Background: an optimization exercise with open tools, aiming at small area and a short achievable clock period. Do not read the settings as production practice.
The RTL was checked by simulation tests, not by an equivalence proof against the original design.
Power and IR drop assume default switching activity.

Setup of oak:
// mce_core
module mce_core (
    input  wire         clk,
    input  wire         rst,             
    input  wire         arm,             
    input  wire         stop,            
    input  wire         issue_en,        
    input  wire [13:0]  start_addr,
    input  wire [39:0]  start_va,
    input  wire [14:0]  cslen,
    input  wire [79:0]  cdm,             
    input  wire [255:0] lreg,            
    input  wire [15:1]  cmap_latch,      
    input  wire         hflag,
    input  wire         lclr,
    input  wire [15:1]  cond_in,
    input  wire         fail_any_in,
    input  wire         fail_all_in,
    output wire [13:0]  cs_addr,
    input  wire [159:0] cs_word,
    output wire [11:0]  vtt_idx,
    input  wire [39:0]  vtt_data,
    output wire         issue_valid,
    output wire [39:0]  issue_va,
    output wire [5:0]   issue_tset,
    output wire [3:0]   issue_lset,
    output wire [2:0]   issue_thr,
    output wire         issue_gate,
    output wire         issue_trig,
    output wire         issue_mark,
    output wire [7:0]   issue_evt,
    output wire [3:0]   issue_pmu,
    output wire [3:0]   issue_dacq,
    output wire         busy,
    output wire         waiting,
    output wire [13:0]  upc,
    output wire [39:0]  va,
    output wire [3:0]   lsp,
    output wire [4:0]   rsp,
    output wire [3:0]   flags,
    output wire [17:0]  latches,         
    output wire [3:0]   stopcause,
    output wire [13:0]  faddr,
    output wire         evt_stopflt,
    output wire         evt_cs_parity,
    output wire         evt_wait_to,
    output wire [31:0]  csparerr,
    output wire [31:0]  waitto,
    input  wire [2:0]   cnt_sel,
    output wire [31:0]  cnt_q
);
    reg         busy_q;
    reg  [13:0] upc_q;
    reg  [39:0] va_q;
    reg  [15:0] wcnt_q;                  
    reg  [31:0] cnt_r [0:7];
    reg  [3:0]  flags_q;
    reg         gate_q;
    reg  [17:1] latch_q;
    reg  [2:0]  stopcause_q;
    reg  [13:0] faddr_q;
  ...
==> flow/config.mk <==
export PLATFORM = sky130hd
export DESIGN_NAME = mce_core
export DESIGN_NICKNAME = mce_core
export VERILOG_FILES = /design/flow/design.v
export SDC_FILE = /design/flow/constraint.sdc
export NUM_CORES = 8
export LEC_CHECK = 0
export CAP_MARGIN = 20
export CORE_MARGIN = 2
export CORE_UTILIZATION = 40
export SLEW_MARGIN = 20
export SYNTH_HIERARCHICAL = 1
==> flow/constraint.sdc <==
create_clock -name core_clock -period 15.0 [get_ports {clk}]
set_input_delay 3.0000 -clock core_clock [delete_from_list [all_inputs] [get_ports {clk}]]
set_output_delay 3.0000 -clock core_clock [all_outputs]
set_load 0.01 [all_outputs]
standard.sh (not shown) runs the stock make flow with config.mk's settings and CLKGATE_MAP_FILE= SYNTH_SCRIPT=/design/flow/synth_recipe.tcl, a recipe that flattens the netlist after the stock synthesis.
==> flow/flow/run.sh <==
#!/bin/bash
# Standard layout (the standard.sh) with these changes to how it is made:
#  - synthesis: the standard flow's script, but the non-critical modules mce_core (top
#    level logic) and mce_cnt_next are mapped by ABC for area (synth_own.tcl);
#  - port buffers use the smallest buffer cell;
#  - timing repair aims for more setup slack than the clock period needs;
#  - clock tree: larger sink clusters, no dummy loads.
# Each tool's full output stays in its own log under orfs/logs/; make's output
# goes to flow_make.log in this folder.
set -euo pipefail
export OWN_FLOW_DIR="$PWD/flow"
export OWN_AREA_MODULES="mce_core mce_cnt_next"
bash standard.sh \
  "SYNTH_SCRIPT=$PWD/flow/synth_own.tcl" \
  "BUFFER_PORTS_ARGS=-buffer_cell sky130_fd_sc_hd__buf_1" \
  SETUP_SLACK_MARGIN=6.5 \
  "CTS_ARGS=-sink_clustering_enable -repair_clock_nets -dont_use_dummy_load -sink_clustering_size 20 -sink_clustering_max_diameter 100" \
  finish > flow_make.log 2>&1
==> flow/flow/abc_area.script <==
&get -n
&st
&dch
&nf -R 1000
&st
&syn2
&dch
&nf -R 1000
&put
==> flow/flow/synth_own.tcl <==
# The standard flow's synthesis script (synth_recipe.tcl) with one change: the modules named
# in OWN_AREA_MODULES are mapped by ABC with an area-oriented script
# (abc_area.script beside this file) instead of ORFS's speed script. Flop
# mapping, names and everything else are those of the standard synthesis.
set own_dir $::env(OWN_FLOW_DIR)
set fh [open $::env(SCRIPTS_DIR)/synth.tcl]
set orfs_synth [read $fh]
close $fh
set call "  log_cmd abc {*}\$abc_args\n"
if {[string first $call $orfs_synth] < 0} { error "synth_own.tcl: ORFS synth.tcl has no abc call to patch" }
set patch {
  set own_area_args [lreplace $abc_args 1 1 [file join $::env(OWN_FLOW_DIR) abc_area.script]]
  set own_amods {}
  set own_smods {}
  foreach m [split [string trim [tee -q -s result.string select -list-mod *]] "\n"] {
    if {[lsearch -exact $::env(OWN_AREA_MODULES) $m] >= 0} { lappend own_amods $m } else { lappend own_smods $m }
  }
  if {[llength $own_amods]} { log_cmd abc {*}$own_area_args {*}$own_amods }
  if {[llength $own_smods]} { log_cmd abc {*}$abc_args {*}$own_smods }
}
set patched [string map [list $call $patch] $orfs_synth]
set fh [open $::env(RESULTS_DIR)/synth_own_orfs.tcl w]
puts -nonewline $fh $patched
close $fh
set fh [open [file join $own_dir .. synth_recipe.tcl]]
set synth_recipe [read $fh]
close $fh
set src {source $::env(SCRIPTS_DIR)/synth.tcl}
if {[string first $src $synth_recipe] < 0} { error "synth_own.tcl: synth_recipe.tcl does not source ORFS synth.tcl" }
set synth_recipe [string map [list $src "source $::env(RESULTS_DIR)/synth_own_orfs.tcl"] $synth_recipe]
eval $synth_recipe
| oak | all stages done | FAIL | max-slew violations |
For pine, these inputs were changed with respect to oak:
--- a/flow/flow/run.sh
+++ b/flow/flow/run.sh
@@ -2,4 +2,2 @@
 # Standard layout (the standard.sh) with these changes to how it is made:
-#  - synthesis: the standard flow's script, but the non-critical modules mce_core (top
-#    level logic) and mce_cnt_next are mapped by ABC for area (synth_own.tcl);
 #  - port buffers use the smallest buffer cell;
@@ -10,6 +8,3 @@
 set -euo pipefail
-export OWN_FLOW_DIR="$PWD/flow"
-export OWN_AREA_MODULES="mce_core mce_cnt_next"
 bash standard.sh \
-  "SYNTH_SCRIPT=$PWD/flow/synth_own.tcl" \
   "BUFFER_PORTS_ARGS=-buffer_cell sky130_fd_sc_hd__buf_1" \
removed: flow/flow/abc_area.script
removed: flow/flow/synth_own.tcl
### Flow results
Status for oak and pine: clean finish in pine only. The highest clock frequency the design can meet of oak and that of pine are within noise of each other. pine — met2 track utilization from global routing 1.2 points higher, oak as reference. Worst-skew pair later-pin latency up 0.03 ns in pine wrt oak. Across both runs, wire length after detailed routing was higher for pine than for oak. pine ended with more power share of the sequential group than oak. Looking at oak and pine, the initial core utilization is a wash.

==> what the ideal ports hide <==
Ports are ideal in the flow. The routed layouts listed here were re-timed in OpenROAD. Step 1, drivers: a clkbuf_16 drives clk and a buf_2 each remaining input, both assumed. Step 2 also shifts input and output timing later by t, the mid clock arrival at the registers, as if the neighbouring blocks saw the same clock. Slacks: ideal ports / drivers / drivers and shift; pairs: ideal ports / drivers.
run	t, ns	setup slack, ns	clock arrival spread, ns
oak	0.848	5.423 / 5.335 / 5.299	0.130 / 0.131
pine	0.869	5.437 / 5.262 / 5.262	0.152 / 0.151
For pine, which loses most, drivers alone change the setup slack by -0.175 ns; drivers and shift together by -0.175 ns.
